What follows belongs to an exercise in optimizing a design on an open flow for small area, a short achievable clock period and few clock cycles per item; a production flow would make more cautious choices. In this exercise RTL edits were held to simulation tests only and were not proved equivalent to the original.

==> flow/design.v (outline; a module is shown in full before it is edited, if it fits) <==
// module clu_law: 512 lines
// module clu_mac: 1922 lines
// module clu_xmul: 398 lines
module clu_law (
    input  wire        clk,
    input  wire        rst,           
    input  wire        start,
    output wire        ready,
    output reg         done,
    input  wire [23:0] err_value,
    input  wire        err_ovr,
    input  wire [1:0]  win,           
    input  wire [1:0]  nsec,
    input  wire        ffg,
    input  wire        startm,
    input  wire [1:0]  cmd,           
    input  wire [15:0] manduty,
    input  wire [15:0] dmin,
    input  wire [15:0] dmax,
    input  wire [31:0] g_in,          
    input  wire [31:0] kp,
    input  wire [31:0] ki,
    input  wire [31:0] kd,
    input  wire [31:0] imax,
    input  wire [31:0] imin,
    input  wire [31:0] ffk,
    input  wire [31:0] s0b0, input wire [31:0] s0b1, input wire [31:0] s0b2,
    input  wire [31:0] s0a1, input wire [31:0] s0a2,
    input  wire [31:0] s1b0, input wire [31:0] s1b1, input wire [31:0] s1b2,
    input  wire [31:0] s1a1, input wire [31:0] s1a2,
    input  wire [31:0] s2b0, input wire [31:0] s2b1, input wire [31:0] s2b2,
    input  wire [31:0] s2a1, input wire [31:0] s2a2,
    output reg  [31:0] x_out,
    output reg  [31:0] p_out,
    output wire [31:0] i_out,
    output reg  [31:0] d_out,
    output reg  [31:0] ff_out,
    output reg  [31:0] pre_out,
    output reg  [15:0] duty_out,
    output reg         sat_hi,
    output reg         sat_lo,
    output reg         awhold,
    output reg         nsat,
    output reg         preset_sat,
    output reg  [1:0]  mode           
);
  // ...
==> flow/flow/run.sh <==
#!/bin/bash
# Standard layout (the standard.sh, standard synthesis) with a somewhat denser
# floorplan, the smallest buffer on every port, and timing repair aiming at a
# setup margin below the 25 ns clock so that the achieved period is short.
set -euo pipefail
bash standard.sh CORE_UTILIZATION=40 PLACE_DENSITY=0.55 SETUP_SLACK_MARGIN=18.5 \
    "BUFFER_PORTS_ARGS=-buffer_cell sky130_fd_sc_hd__buf_1" finish > standard.log 2>&1
==> flow/standard.sh <==
#!/bin/bash
# synth_recipe.tcl (not shown) runs the flow's synth.tcl, then flattens the netlist and writes it again
# the make line also repeats each setting of config.mk as NAME=value (left out here)
make -C /OpenROAD-flow-scripts/flow DESIGN_CONFIG=/design/flow/config.mk WORK_HOME=/design/flow/orfs CLKGATE_MAP_FILE= SYNTH_SCRIPT=/design/flow/synth_recipe.tcl "${@:-finish}"
==> flow/config.mk <==
export PLATFORM = sky130hd
export DESIGN_NAME = clu_law
export DESIGN_NICKNAME = clu_law
export VERILOG_FILES = /design/flow/design.v
export SDC_FILE = /design/flow/constraint.sdc
export NUM_CORES = 4
export LEC_CHECK = 0
export CAP_MARGIN = 20
export CORE_MARGIN = 2
export CORE_UTILIZATION = 30
export PLACE_DENSITY = 0.5
export SLEW_MARGIN = 20
==> flow/constraint.sdc <==
create_clock -name core_clock -period 25.0 [get_ports {clk}]
set_input_delay 5.0000 -clock core_clock [delete_from_list [all_inputs] [get_ports {clk}]]
set_output_delay 5.0000 -clock core_clock [all_outputs]
set_load 0.01 [all_outputs]
==> results.ini, run 1 <==
[synthesis]
synth_edf_count = 196
syn_nets = 11900
synth_area_leaders = dfxtp_1 (19%), fa_1 (17%), ha_1 (7.7%), a22oi_1 (6.8%), edfxtp_1 (6.6%)
synth_compound_area_share_pct = 19.5
synth_top_area_share_pct = 18.7
synth-simple-area-share_pct = 10.8
muxShareOfSynthArea_pct = 4.03
avgSynthCellArea_um2 = 9.13
synth.most_common_cell = inv_1

[clock_tree]
root_buffer = clkbuf_16
cts_tree = built
numCtsBuffers = 114
cts.reportedPaths.clkPinSlew_ns = 0.06
cts_hold_buf = 0
clockBufferDepth = 3

[cells_and_area]
area_delta_synth_final_pct = 15.5
multi_input_area_share_pct = 59.6
num-nets-final = 12700
clock_area_share_pct = 3.90
fin_util_pct = 46.5
largest_class = multi-input gates

[worst_setup_path]
slowest_delay_ns = 0.78
critPathLaunch = g_in[30]
end_kind = flip-flop
worst_path_dominant_cell_family = compound AO/OA/AOI/OAI gates

[placement]
port_buffers = 1004
dp_hpwl_mm = 374
placed_cells_incl_taps = 13300

[run]
max_cap_viol_count = 0

[floorplanning]
die_x_um = 477
placementRows = 173

[timing]
worst_pin_slew_ns = 1.26
period_share_pct = 27.4

[status]
outcome = finished clean

[global_route]
gr-max-usage-layer = met2

[route]
highest_layer = met5

Testbench counts, summed over its fixed seeds: cycles 160,515, items 9,600.
==> module clu_law, before the edit <==
module clu_law (
    input  wire        clk,
    input  wire        rst,           
    input  wire        start,
    output wire        ready,
    output reg         done,
    input  wire [23:0] err_value,
    input  wire        err_ovr,
    input  wire [1:0]  win,           
    input  wire [1:0]  nsec,
    input  wire        ffg,
    input  wire        startm,
    input  wire [1:0]  cmd,           
    input  wire [15:0] manduty,
    input  wire [15:0] dmin,
    input  wire [15:0] dmax,
    input  wire [31:0] g_in,          
    input  wire [31:0] kp,
    input  wire [31:0] ki,
    input  wire [31:0] kd,
    input  wire [31:0] imax,
    input  wire [31:0] imin,
    input  wire [31:0] ffk,
    input  wire [31:0] s0b0, input wire [31:0] s0b1, input wire [31:0] s0b2,
    input  wire [31:0] s0a1, input wire [31:0] s0a2,
    input  wire [31:0] s1b0, input wire [31:0] s1b1, input wire [31:0] s1b2,
    input  wire [31:0] s1a1, input wire [31:0] s1a2,
    input  wire [31:0] s2b0, input wire [31:0] s2b1, input wire [31:0] s2b2,
    input  wire [31:0] s2a1, input wire [31:0] s2a2,
    output reg  [31:0] x_out,
    output reg  [31:0] p_out,
    output wire [31:0] i_out,
    output reg  [31:0] d_out,
    output reg  [31:0] ff_out,
    output reg  [31:0] pre_out,
    output reg  [15:0] duty_out,
    output reg         sat_hi,
    output reg         sat_lo,
    output reg         awhold,
    output reg         nsat,
    output reg         preset_sat,
    output reg  [1:0]  mode           
);
    localparam [1:0] M_WAIT = 2'd1, M_AUTO = 2'd2, M_MAN = 2'd3;
    localparam [1:0] C_AUTO = 2'd1, C_MAN = 2'd2, C_PRESET = 2'd3;
    localparam [4:0] ST_IDLE = 5'd0,  ST_DIV0 = 5'd1,  ST_DIV  = 5'd2,  ST_SEC  = 5'd3,
                     ST_FF   = 5'd4,  ST_XW   = 5'd5,  ST_I    = 5'd6,  ST_P    = 5'd7,
                     ST_D    = 5'd8,  ST_X5   = 5'd9,  ST_ITR2 = 5'd10, ST_TW1  = 5'd11,
                     ST_TW2  = 5'd12, ST_PRE  = 5'd13, ST_W1   = 5'd14, ST_W2   = 5'd15,
                     ST_X6   = 5'd16, ST_DIVW = 5'd17, ST_TW3 = 5'd18, ST_XW2 = 5'd19;
    localparam [3:0] A_ZERO = 4'd0,  A_V01 = 4'd1,  A_V02 = 4'd2,  A_Y01 = 4'd3,
                     A_Y02  = 4'd4,  A_Y11 = 4'd5,  A_Y12 = 4'd6,  A_Y21 = 4'd7,
                     A_Y22  = 4'd8,  A_X   = 4'd9,  A_RND = 4'd10, A_SDIF = 4'd11,
                     A_FFK  = 4'd12, A_PSUM = 4'd13, A_MD = 4'd14, A_REM = 4'd15;
    localparam [4:0] B_S0B2 = 5'd0,  B_S0B1 = 5'd1,  B_S0A1 = 5'd2,  B_S0A2 = 5'd3,  B_S0B0 = 5'd4,
                     B_S1B2 = 5'd5,  B_S1B1 = 5'd6,  B_S1A1 = 5'd7,  B_S1A2 = 5'd8,  B_S1B0 = 5'd9,
                     B_S2B2 = 5'd10, B_S2B1 = 5'd11, B_S2A1 = 5'd12, B_S2A2 = 5'd13, B_S2B0 = 5'd14,
                     B_KP   = 5'd15, B_KI   = 5'd16, B_KD   = 5'd17, B_G    = 5'd18, B_ONE  = 5'd19;
    localparam [1:0] K_ZERO = 2'd0, K_INT = 2'd1, K_FF = 2'd2;
    localparam [3:0] R_NOP = 4'd0, R_SEC0 = 4'd1, R_SEC1 = 4'd2, R_SEC2 = 4'd3, R_FF = 4'd4,
                     R_IA  = 4'd5, R_P    = 4'd6, R_D    = 4'd7, R_ITR  = 4'd8, R_PRE = 4'd9;
    localparam signed [31:0] Q_ONE  = 32'sh4000_0000;
    localparam signed [31:0] Q_HALF = 32'sh2000_0000;
    reg [4:0]  st;
    reg [1:0]  sec;
    reg [2:0]  tap;
    reg [4:0]  cnt;           
    reg        first;         
    reg        transfer, manual, preset;
    reg [1:0]  nsec_r;
    reg [31:0] v01, v02, y01, y02, y11, y12, y21, y22;
    reg        f11, f12, f21, f22;
    reg [31:0] s_prev;
    reg [31:0] integ;
    assign i_out = integ;
    reg    rdy;               
    assign ready = rdy;
    reg [33:0] opA;
    reg [31:0] opB;
    reg        m_ld, m_neg;
    reg [1:0]  m_ksel;
    reg [3:0]  m_rtag;
    reg [3:0]  r_tag;
    reg        r_hold;
    reg [65:0] accS, accC;    
    wire [65:0] acc = accS + accC;
    reg [23:0] xr_v;
    reg        xr_ovr;
    reg [1:0]  xr_win;
    reg [33:0] xzs, xzc;      
    reg        xzy;
    reg [29:0] xm;            
    wire [16:0] wincode = 17'd4000 << xr_win;
    wire        xneg    = xr_v[23];
    wire        xclamp  = xr_ovr || ($signed(xr_v) >= $signed({8'd0, wincode})) ||
                          ($signed(xr_v) <= -$signed({8'd0, wincode}));
    wire [33:0] xzs_n, xzc_n;
    wire        xzy_n;
    clu_xmul u_xmul (.t(xr_v[14:0] ^ {15{xneg}}), .s(xneg), .ys(xzs_n), .yc(xzc_n), .cy(xzy_n));
    wire [33:0] xround  = xzs + xzc + {33'd0, xzy} + ({33'd0, 1'b1} << xr_win);
    wire [29:0] xmag    = xround >> ({1'b0, xr_win} + 3'd1);
    wire [31:0] x_n     = xclamp ? (xneg ? -Q_ONE : Q_ONE)
                                 : (xneg ? (32'd0 - {2'b00, xm}) : {2'b00, xm});
    always @(posedge clk) begin
        xr_v   <= err_value;
        xr_ovr <= err_ovr;
        xr_win <= win;
        xzs    <= xzs_n;
        xzc    <= xzc_n;
        xzy    <= xzy_n;
        xm     <= xmag;
        x_out  <= x_n;
    end
    wire [35:0] acc_hi = acc[65:30];
    wire        acc_inc = acc[29] & (~acc[65] | (|acc[28:0]));
    wire [31:0] rcy;
    genvar gi;
    generate
        for (gi = 0; gi < 32; gi = gi + 1) begin : g_rcy
            if (gi == 0) begin : g0
                assign rcy[gi] = acc_inc;
            end else begin : gn
                assign rcy[gi] = acc_inc & (&acc_hi[gi-1:0]);
            end
        end
    endgenerate
    wire [30:0] rlow = acc_hi[30:0] ^ rcy[30:0];
    wire [4:0]  rtop = acc_hi[35:31] + {4'd0, rcy[31]};
    wire        ovp = ~rtop[4] & (|rtop[3:0]);
    wire        ovn = rtop[4] & ~(&rtop[3:0]);
    wire        rsat = ovp | ovn;
    wire [31:0] rnd = ovp ? 32'h7FFF_FFFF : ovn ? 32'h8000_0000 : {rtop[0], rlow};
    reg  [31:0] imin_r, imax_r;
    reg  [15:0] dmin_r, dmax_r, mand_r;
    always @(posedge clk) begin
        imin_r <= imin;
        imax_r <= imax;
        dmin_r <= dmin;
        dmax_r <= dmax;
        mand_r <= manduty;
    end
    reg  [31:0] rr;
    reg         rr_sat;
    reg  [1:0]  r2_op;        
    wire        i_lo = $signed(rr) < $signed(imin_r);
    wire        i_hi = $signed(rr) > $signed(imax_r);
    wire [31:0] iclamp = i_lo ? imin_r : i_hi ? imax_r : rr;
    wire [21:0] dh   = acc_hi[35:14];
    wire [21:0] dh1  = dh + 22'd1;
    wire        dc   = (acc_inc == acc[65]) ? acc_hi[13] :
                       acc_inc ? (acc_hi[13] | (&acc_hi[12:0])) :
                                 (acc_hi[13] & (|acc_hi[12:0]));
    wire        dhi0 = $signed(dh)  > $signed({6'd0, dmax_r});
    wire        dhi1 = $signed(dh1) > $signed({6'd0, dmax_r});
    wire        dlo0 = $signed(dh)  < $signed({6'd0, dmin_r});
    wire        dlo1 = $signed(dh1) < $signed({6'd0, dmin_r});
    wire        r_hi = ovp | (!ovn & (dc ? dhi1 : dhi0));
    wire        r_lo = ovn | (!ovp & (dc ? dlo1 : dlo0));
    wire [15:0] duty_r = dc ? dh1[15:0] : dh[15:0];
    reg  [15:0] m_duty;
    reg         m_hi, m_lo;
    always @(posedge clk) begin
        m_duty <= (mand_r < dmin_r) ? dmin_r : (mand_r > dmax_r) ? dmax_r : mand_r;
        m_hi   <= mand_r > dmax_r;
        m_lo   <= mand_r < dmin_r;
    end
    wire        g_low = g_in[31] | ~(g_in[30] | g_in[29]);
    wire [31:0] g_eff = ffg ? (g_low ? Q_HALF : g_in) : Q_ONE;
    wire [31:0] s_reg = (nsec_r == 2'd0) ? x_out : (nsec_r == 2'd1) ? y01 :
                        (nsec_r == 2'd2) ? y11 : y21;
    wire [33:0] sdiff = preset ? 34'd0 : ({{2{s_reg[31]}}, s_reg} - {{2{s_prev[31]}}, s_prev});
    reg         psum_noi;     
    wire [31:0] psum_z = psum_noi ? 32'd0 : integ;
    wire [33:0] ps_a = {{2{p_out[31]}}, p_out};
    wire [33:0] ps_b = {{2{d_out[31]}}, d_out};
    wire [33:0] ps_c = {{2{psum_z[31]}}, psum_z};
    wire [33:0] ps_s = ps_a ^ ps_b ^ ps_c;
    wire [33:0] ps_k = (ps_a & ps_b) | (ps_a & ps_c) | (ps_b & ps_c);
    wire [33:0] psum = ps_s + {ps_k[32:0], 1'b0};
    wire        div_bit = opB[5'd31 - cnt];
    wire [32:0] div_try = {opA[31:0], div_bit};
    wire [32:0] div_den = {opB, 1'b0};
    wire        div_ge  = div_try >= div_den;
    wire [32:0] div_sub = div_try - div_den;
    wire [31:0] div_rem = div_ge ? div_sub[31:0] : div_try[31:0];
    reg [3:0]  asel;
    reg [4:0]  bsel;
    reg        o_ld, o_neg;
    reg [1:0]  o_ksel;
    reg [3:0]  o_rtag;
    always @(*) begin
        asel   = A_ZERO;
        bsel   = B_G;
        o_ld   = 1'b1;
        o_neg  = 1'b0;
        o_ksel = K_ZERO;
        o_rtag = R_NOP;
        case (st)
            ST_IDLE: begin asel = A_V02; bsel = B_S0B2; end
            ST_DIV0: begin asel = A_MD;  bsel = B_G; end
            ST_DIV:  begin asel = A_REM; bsel = B_G; end
            ST_SEC: begin
                o_ld = 1'b0;
                case (tap)
                    3'd0: begin
                        o_ld = 1'b1;
                        case (sec)
                            2'd0:    begin asel = A_V02; bsel = B_S0B2; end
                            2'd1:    begin asel = f12 ? A_Y02 : A_ZERO; bsel = B_S1B2; end
                            default: begin asel = f22 ? A_Y12 : A_ZERO; bsel = B_S2B2; end
                        endcase
                    end
                    3'd1: begin
                        case (sec)
                            2'd0:    begin asel = A_V01; bsel = B_S0B1; end
                            2'd1:    begin asel = f11 ? A_Y01 : A_ZERO; bsel = B_S1B1; end
                            default: begin asel = f21 ? A_Y11 : A_ZERO; bsel = B_S2B1; end
                        endcase
                    end
                    3'd2: begin
                        o_neg = 1'b1;
                        o_ld  = (sec == 2'd0) && preset;
                        case (sec)
                            2'd0:    begin asel = A_Y01; bsel = B_S0A1; end
                            2'd1:    begin asel = A_Y11; bsel = B_S1A1; end
                            default: begin asel = A_Y21; bsel = B_S2A1; end
                        endcase
                    end
                    3'd3: begin
                        o_neg = 1'b1;
                        case (sec)
                            2'd0:    begin asel = A_Y02; bsel = B_S0A2; end
                            2'd1:    begin asel = A_Y12; bsel = B_S1A2; end
                            default: begin asel = A_Y22; bsel = B_S2A2; end
                        endcase
                    end
                    default: begin
                        case (sec)
                            2'd0:    begin asel = A_X;   bsel = B_S0B0; o_rtag = R_SEC0; end
                            2'd1:    begin asel = A_Y01; bsel = B_S1B0; o_rtag = R_SEC1; end
                            default: begin asel = A_Y11; bsel = B_S2B0; o_rtag = R_SEC2; end
                        endcase
                    end
                endcase
            end
            ST_FF:   begin asel = A_FFK; bsel = B_G; o_rtag = R_FF; end
            ST_I: begin
                asel   = (nsec_r == 2'd0) ? A_X : A_RND;
                bsel   = B_KI;
                o_ksel = K_INT;
                o_rtag = (manual || transfer) ? R_NOP : R_IA;
            end
            ST_P: begin
                case (nsec_r)
                    2'd0:    asel = A_X;
                    2'd1:    asel = A_Y01;
                    2'd2:    asel = A_Y11;
                    default: asel = A_Y21;
                endcase
                bsel = B_KP; o_rtag = R_P;
            end
            ST_D:    begin asel = A_SDIF; bsel = B_KD; o_rtag = R_D; end
            ST_X6:   begin asel = A_FFK;  bsel = B_ONE; o_neg = 1'b1; o_ksel = K_INT; end
            ST_ITR2: begin asel = A_PSUM; bsel = B_ONE; o_neg = 1'b1; o_ld = 1'b0; o_rtag = R_ITR; end
            ST_PRE:  begin asel = A_PSUM; bsel = B_G; o_ksel = K_FF; o_rtag = R_PRE; end
            default: ;
        endcase
    end
    reg [33:0] a_nx;
    always @(*) begin
        case (asel)
            A_V01:   a_nx = {{2{v01[31]}}, v01};
            A_V02:   a_nx = {{2{v02[31]}}, v02};
            A_Y01:   a_nx = {{2{y01[31]}}, y01};
            A_Y02:   a_nx = {{2{y02[31]}}, y02};
            A_Y11:   a_nx = {{2{y11[31]}}, y11};
            A_Y12:   a_nx = {{2{y12[31]}}, y12};
            A_Y21:   a_nx = {{2{y21[31]}}, y21};
            A_Y22:   a_nx = {{2{y22[31]}}, y22};
            A_X:     a_nx = {{2{x_out[31]}}, x_out};
            A_RND:   a_nx = {{2{rnd[31]}}, rnd};
            A_SDIF:  a_nx = sdiff;
            A_FFK:   a_nx = {{2{ffk[31]}}, ffk};
            A_PSUM:  a_nx = psum;
            A_MD:    a_nx = {5'd0, m_duty, 13'd0};
            A_REM:   a_nx = {2'b00, div_rem};
            default: a_nx = 34'd0;
        endcase
    end
    reg [31:0] b_nx;
    always @(*) begin
        case (bsel)
            B_S0B2:  b_nx = s0b2;
            B_S0B1:  b_nx = s0b1;
            B_S0A1:  b_nx = s0a1;
            B_S0A2:  b_nx = s0a2;
            B_S0B0:  b_nx = s0b0;
            B_S1B2:  b_nx = s1b2;
            B_S1B1:  b_nx = s1b1;
            B_S1A1:  b_nx = s1a1;
            B_S1A2:  b_nx = s1a2;
            B_S1B0:  b_nx = s1b0;
            B_S2B2:  b_nx = s2b2;
            B_S2B1:  b_nx = s2b1;
            B_S2A1:  b_nx = s2a1;
            B_S2A2:  b_nx = s2a2;
            B_S2B0:  b_nx = s2b0;
            B_KP:    b_nx = kp;
            B_KI:    b_nx = ki;
            B_KD:    b_nx = kd;
            B_ONE:   b_nx = Q_ONE;
            default: b_nx = g_eff;
        endcase
    end
    reg [65:0] kval;
    always @(*) begin
        case (m_ksel)
            K_INT:   kval = {{4{integ[31]}}, integ, 30'd0};
            K_FF:    kval = {{4{ff_out[31]}}, ff_out, 30'd0};
            default: kval = 66'd0;
        endcase
    end
    wire [65:0] mac_c = m_ld ? kval : accS;
    wire [65:0] mac_d = m_ld ? 66'd0 : accC;
    wire [65:0] mac_s, mac_k;
    clu_mac u_mac (.a(opA), .b(opB), .c(mac_c), .d(mac_d), .neg(m_neg), .ys(mac_s), .yc(mac_k));
    wire a_nz = |opA;
    wire b_nz = |opB;
    wire kis_pos = a_nz && b_nz && (opA[33] == opB[31]);
    wire kis_neg = a_nz && b_nz && (opA[33] != opB[31]);
    always @(posedge clk) begin
        opA    <= a_nx;
        opB    <= b_nx;
        m_ld   <= o_ld;
        m_neg  <= o_neg;
        m_ksel <= o_ksel;
        accS   <= mac_s;
        accC   <= mac_k;
        r_hold <= (sat_hi && kis_pos) || (sat_lo && kis_neg);
    end
    always @(posedge clk) begin
        if (rst) begin
            st         <= ST_IDLE;
            rdy        <= 1'b1;
            done       <= 1'b0;
            first      <= 1'b0;
            m_rtag     <= R_NOP;
            r_tag      <= R_NOP;
            r2_op      <= 2'd0;
            v01 <= 32'd0; v02 <= 32'd0;
            y01 <= 32'd0; y02 <= 32'd0;
            y11 <= 32'd0; y12 <= 32'd0;
            y21 <= 32'd0; y22 <= 32'd0;
            f11 <= 1'b0; f12 <= 1'b0; f21 <= 1'b0; f22 <= 1'b0;
            s_prev     <= 32'd0;
            integ      <= 32'd0;
            sat_hi     <= 1'b0;
            sat_lo     <= 1'b0;
            mode       <= M_WAIT;
        end else begin
            done   <= 1'b0;
            first  <= 1'b0;
            m_rtag <= o_rtag;
            r_tag  <= m_rtag;
            psum_noi <= (st == ST_X6) && transfer;
            case (st)
                ST_IDLE: begin
                    if (start) begin
                        rdy    <= 1'b0;
                        first  <= 1'b1;
                        nsec_r <= nsec;
                        if (mode == M_WAIT) begin
                            transfer <= !startm;
                            manual   <= startm;
                            preset   <= 1'b0;
                        end else begin
                            transfer <= (mode == M_MAN) && (cmd == C_AUTO);
                            manual   <= ((mode == M_MAN) && (cmd != C_AUTO)) ||
                                        ((mode == M_AUTO) && (cmd == C_MAN));
                            preset   <= (cmd == C_PRESET);
                        end
                        nsat       <= 1'b0;
                        preset_sat <= 1'b0;
                        awhold     <= 1'b0;
                        sec <= 2'd0;
                        tap <= 3'd1;
                        if ((mode == M_WAIT) ? !startm : ((mode == M_MAN) && (cmd == C_AUTO)))
                            st <= ST_DIVW;
                        else if (nsec == 2'd0)
                            st <= ST_FF;
                        else
                            st <= ST_SEC;
                    end
                end
                ST_DIVW: st <= ST_DIV0;
                ST_DIV0: begin
                    cnt <= 5'd0;
                    st  <= ST_DIV;
                end
                ST_DIV: begin
                    integ <= {integ[30:0], div_ge};
                    cnt   <= cnt + 5'd1;
                    sec   <= 2'd0;
                    tap   <= 3'd0;
                    if (cnt == 5'd31)
                        st <= (nsec_r == 2'd0) ? ST_FF : ST_SEC;
                end
                ST_SEC: begin
                    if (tap == 3'd4) begin
                        tap <= 3'd0;
                        if ({1'b0, sec} + 3'd1 >= {1'b0, nsec_r})
                            st <= ST_FF;
                        else
                            sec <= sec + 2'd1;
                    end else begin
                        tap <= tap + 3'd1;
                    end
                end
                ST_FF:   st <= (nsec_r == 2'd0 && !transfer) ? ST_XW : ST_I;
                ST_XW:   st <= ST_XW2;
                ST_XW2:  st <= ST_I;
                ST_I:    st <= ST_P;
                ST_P:    st <= ST_D;
                ST_D: begin
                    s_prev <= s_reg;
                    st     <= ST_X5;
                end
                ST_X5:   st <= ST_X6;
                ST_X6:   st <= transfer ? ST_ITR2 : ST_PRE;
                ST_ITR2: st <= ST_TW1;
                ST_TW1:  st <= ST_TW2;
                ST_TW2:  st <= ST_TW3;
                ST_TW3:  st <= ST_PRE;
                ST_PRE:  st <= ST_W1;
                ST_W1:   st <= ST_W2;
                default: begin               
                    st  <= ST_IDLE;
                    rdy <= 1'b1;
                end
            endcase
            if (first) begin
                if (preset || nsec_r == 2'd0) begin
                    v01 <= 32'd0; v02 <= 32'd0; y01 <= 32'd0; y02 <= 32'd0;
                end
                if (preset || nsec_r <= 2'd1) begin
                    y11 <= 32'd0; y12 <= 32'd0; f11 <= 1'b0; f12 <= 1'b0;
                end
                if (preset || nsec_r <= 2'd2) begin
                    y21 <= 32'd0; y22 <= 32'd0; f21 <= 1'b0; f22 <= 1'b0;
                end
            end
            r2_op  <= (r_tag == R_IA && !r_hold) ? 2'd1 : (r_tag == R_ITR) ? 2'd2 : 2'd0;
            rr     <= rnd;
            rr_sat <= rsat;
            if (r2_op != 2'd0) begin
                integ <= iclamp;
                if (rr_sat) nsat <= 1'b1;
                if (r2_op == 2'd2 && (i_lo || i_hi)) preset_sat <= 1'b1;
            end
            case (r_tag)
                R_SEC0: begin
                    v02 <= v01; v01 <= x_out;
                    y02 <= y01; y01 <= rnd;
                    if (rsat) nsat <= 1'b1;
                end
                R_SEC1: begin
                    f12 <= f11; f11 <= 1'b1;
                    y12 <= y11; y11 <= rnd;
                    if (rsat) nsat <= 1'b1;
                end
                R_SEC2: begin
                    f22 <= f21; f21 <= 1'b1;
                    y22 <= y21; y21 <= rnd;
                    if (rsat) nsat <= 1'b1;
                end
                R_FF: begin
                    ff_out <= rnd;
                    if (rsat) nsat <= 1'b1;
                end
                R_IA: begin
                    if (r_hold) awhold <= 1'b1;
                end
                R_P: begin
                    p_out <= rnd;
                    if (rsat) nsat <= 1'b1;
                end
                R_D: begin
                    d_out <= rnd;
                    if (rsat) nsat <= 1'b1;
                end
                R_ITR: ;
                R_PRE: begin
                    pre_out <= rnd;
                    if (rsat) nsat <= 1'b1;
                    if (manual) begin
                        duty_out <= m_duty;
                        sat_hi   <= m_hi;
                        sat_lo   <= m_lo;
                        mode     <= M_MAN;
                    end else begin
                        duty_out <= r_hi ? dmax_r : r_lo ? dmin_r : duty_r[15:0];
                        sat_hi   <= r_hi;
                        sat_lo   <= r_lo;
                        mode     <= M_AUTO;
                    end
                    done <= 1'b1;
                end
                default: ;
            endcase
        end
    end
endmodule
==> run 2: changes to the inputs <==
--- a/flow/design.v
+++ b/flow/design.v
@@ -132,7 +132,4 @@
     wire [31:0] rnd = ovp ? 32'h7FFF_FFFF : ovn ? 32'h8000_0000 : {rtop[0], rlow};
-    reg  [31:0] imin_r, imax_r;
     reg  [15:0] dmin_r, dmax_r, mand_r;
     always @(posedge clk) begin
-        imin_r <= imin;
-        imax_r <= imax;
         dmin_r <= dmin;
@@ -144,5 +141,5 @@
     reg  [1:0]  r2_op;        
-    wire        i_lo = $signed(rr) < $signed(imin_r);
-    wire        i_hi = $signed(rr) > $signed(imax_r);
-    wire [31:0] iclamp = i_lo ? imin_r : i_hi ? imax_r : rr;
+    wire        i_lo = $signed(rr) < $signed(imin);
+    wire        i_hi = $signed(rr) > $signed(imax);
+    wire [31:0] iclamp = i_lo ? imin : i_hi ? imax : rr;
     wire [21:0] dh   = acc_hi[35:14];
==> run 2 against run 1 <==
Net effect: first-iteration DRC count down 2.7%; die area fell by 1.1%; clock skew is 0.016 ns lower; critical path type unchanged; sequential cell count decreased by 64; hold slack gained 0.034 ns; synthesized cell count up 0.44%; still clean; core utilization increased by 0.47 points; register-to-register slack worse by 0.03 ns.
==> results.ini, run 2 <==
[status]
outcome = finished clean

[worst_setup_path]
path_cells = buf_1 -> inv_1 -> ha_1 -> a21o_1 -> a21o_1 -> a21o_1 -> a21oi_2 -> nor2b_1 -> o21ai_1 -> nand2b_1 -> a21oi_2 -> o21ai_2 -> or3_4 -> a32oi_4 -> buf_4 -> clkbuf_16 -> mux2_4 -> a21oi_2 -> a211oi_1
arrival_ns = 8.11
end_kind = flip-flop
slowest_delay_ns = 0.38  ; -0.40 ns
worstSetupPathType = in -> reg
crit_buf_inv = 4
slowest_stage = or3_4
cp-start-kind = primary input
regToRegSetupSlack_ns = 18.56
worst_path_dominant_cell_family = compound AO/OA/AOI/OAI gates
cp_max_fo = 7
cp.required_ns = 25.64

[clock_tree]
clock_sinks = 968
root_buffer = clkbuf_16
clock_latency_ns = 0.84
cts.reportedPaths.clkPinSlew_ns = 0.06  ; about the same
numCtsBuffers = 117  ; +2.6%
cts_hold_buf = 0  ; unchanged
htree_levels = 3
cts_tree = built
clockBufferDepth = 3  ; unchanged

[cells_and_area]
largestRegisters = accS (66), accC (65)
area_delta_synth_final_pct = 16.6
num-nets-final = 12700  ; +0.33%
layout_commonest_cell = inv_1
final_cell_mix = inv_1 (1149), buf_1 (945), a22oi_1 (813)
largest_reg_flops = 66
drive_gt1_share_pct = 10.7
regMostFlops = accS

[run]
max_cap_viol_count = 0  ; unchanged

[route]
drtAntennaViolNets = 0
drc = 0
wire_per_inst_um = 35.0
firstDrtPassIters = 10
via_per_inst = 6.28
drtIter0Drc = 11300
vias = 86600
routed_wl_mm = 483

[timing]
fin_crit_ns = 7.47
setup_violations = 0
hold_violations = 0
slew_viol_final = 0
period_share_pct = 29.9  ; +2.4 points
finClkSkew_ns = 0.0923
timing.hold.ws_ns = 0.435
fmax_ghz = 0.134
worst_pin_slew_ns = 1.31  ; +0.0444 ns
rsz0062_at_grt = yes
setup_tns_ns = 0
slew-limit-headroom_pct = 12.7

[synthesis]
synth-async-reset-ratio_pct = 0
ys.flop_type = dfxtp_1
yosys_warnings = 1
avgSynthCellArea_um2 = 8.99  ; -1.6%
synthCells = 9841
synth_cell_types = 105
syn_nets = 11900  ; +0.36%
synth_compound_area_share_pct = 19.7  ; +0.17 points
synth_edf_count = 196  ; unchanged
synth.most_common_cell = inv_1
synth_area_leaders = dfxtp_1 (17%), fa_1 (17%), ha_1 (7.8%), a22oi_1 (6.9%), edfxtp_1 (6.7%)
synth_top_family_by_area = adder cells
muxShareOfSynthArea_pct = 4.14  ; +0.11 points
ys_seq_elements = 968
synth_top_area_share_pct = 17.5  ; -1.2 points
yosys.area_share.adder_pct = 24.5
synth-simple-area-share_pct = 11.4  ; +0.55 points
synthTopCellsByCount = inv_1 (1157), a22oi_1 (814), dfxtp_1 (772)
yosysTopAreaCell = dfxtp_1
synth-xor-area-share_pct = 8.26
synth_seq_area_share_pct = 24.1
synth_area_um2 = 88400

[floorplanning]
die_x_um = 474  ; -0.57%
fp.dieH_um = 474
die_area_um2 = 225000
start_util_pct = 40.2
core_um2 = 220000
ioPinCount = 1005
placementRows = 172  ; -0.58%

[global_route]
grt_max_degree = 190
grt_overflow = 0
track_usage_pct = 41.5
grt_pass1_vias = 81800
grt_antenna_before_repair = 172
grt_pass1_wl_mm = 654

[placement]
gp_congestion = 1.48
port_buffers = 1004  ; unchanged
dp_hpwl_mm = 372  ; -0.68%

[hold_path]
hold_path.class = reg -> reg

run 2: worst paths after layout:
path / start / endpoint / depth (start not counted)
min reg2reg: m_rtag[0] / r_tag[0] / 1
max reg2reg: accS[13] / duty_out[10] / 27
max: imax[25] / integ[17] / 19
min: m_rtag[0] / r_tag[0] / 1
run 2: layout make-up:
type / count / area (um^2)
fill: 21400 / 117000
multi-input combinational: 7022 / 62200
timing repair inverter: 1 / 5.00
inverter: 1169 / 4440
timing repair buffer: 1339 / 6730
sequential: 968 / 21500
clock inverter: 62 / 897
clock buffer: 162 / 3330
tap: 2958 / 3700
antenna: 125 / 313
run 2: timing repair:
action	in CTS	in global routing
gates resized for setup	267	150
gates cloned	5	5
buffers inserted	39	45
endpoints found under the setup margin	642	441
pin swaps	42	79
run 2: per-stage QoR:
step           area (um^2)  utilization [%]  instances  setup WS (ns)
3_5_place_dp         96100             43.8      13400          15.76
6_report            103000             46.9      13800          17.53
4_1_cts             102000             46.2      13600          17.59
2_1_floorplan        88900                -       9841          17.10
5_1_grt             103000             46.9      13700          17.48
3_3_place_gp         96100             43.7      13400          15.68
run 2: routing by layer:
metal / up-vias / part of all wire [%] / track usage [%]
li1: 36000 / - / -
met1: 43200 / 38 / 51.1
met2: 5957 / 41 / 58.8
met3: 1361 / 13 / 15.8
met4: 66 / 8.2 / 29.9
met5: - / 0.13 / 2.31
run 2: kinds of logic after synthesis:
family	after synthesis
flops	968
mux	275
fa+ha+maj	1291
simple gates	2113
buf+inv	1853
compound gates	2508
xor+xnor	833
Testbench counts of run 2, summed over its fixed seeds: cycles 160,515, items 9,600.

static timing again, ports no longer ideal:
In the flow no input, the clock included, has a driving cell. The finished layouts below were timed again as built, in two steps.
Step 1, drivers: a clkbuf_16 drives clk and a buf_2 each remaining input, both assumed.
Step 2 adds t to the input delays and takes it off the output delays; t is the mean of the earliest and latest rising clock arrival at the registers after step 1. Input paths then give back, and output paths get back, about the clock's delay inside the block.
a / b / c = ideal ports / drivers / drivers and shift; a / b = the first two.
run | t (ns) | setup slack, ns | worst hold slack (ns) | worst setup path at the end | pins driven straight from the clock port
run 1 | 0.852 | 18.145 / 18.118 / 17.266 | 0.401 / 0.401 / 0.401 | input to register | 1
run 2 | 0.873 | 17.533 / 17.574 / 16.701 | 0.435 / 0.435 / 0.435 | input to register | 1
After both steps every run listed still meets setup and hold. The setup slack of run 1, which loses most, moves by -0.027 ns with the drivers and by -0.879 ns with both steps.
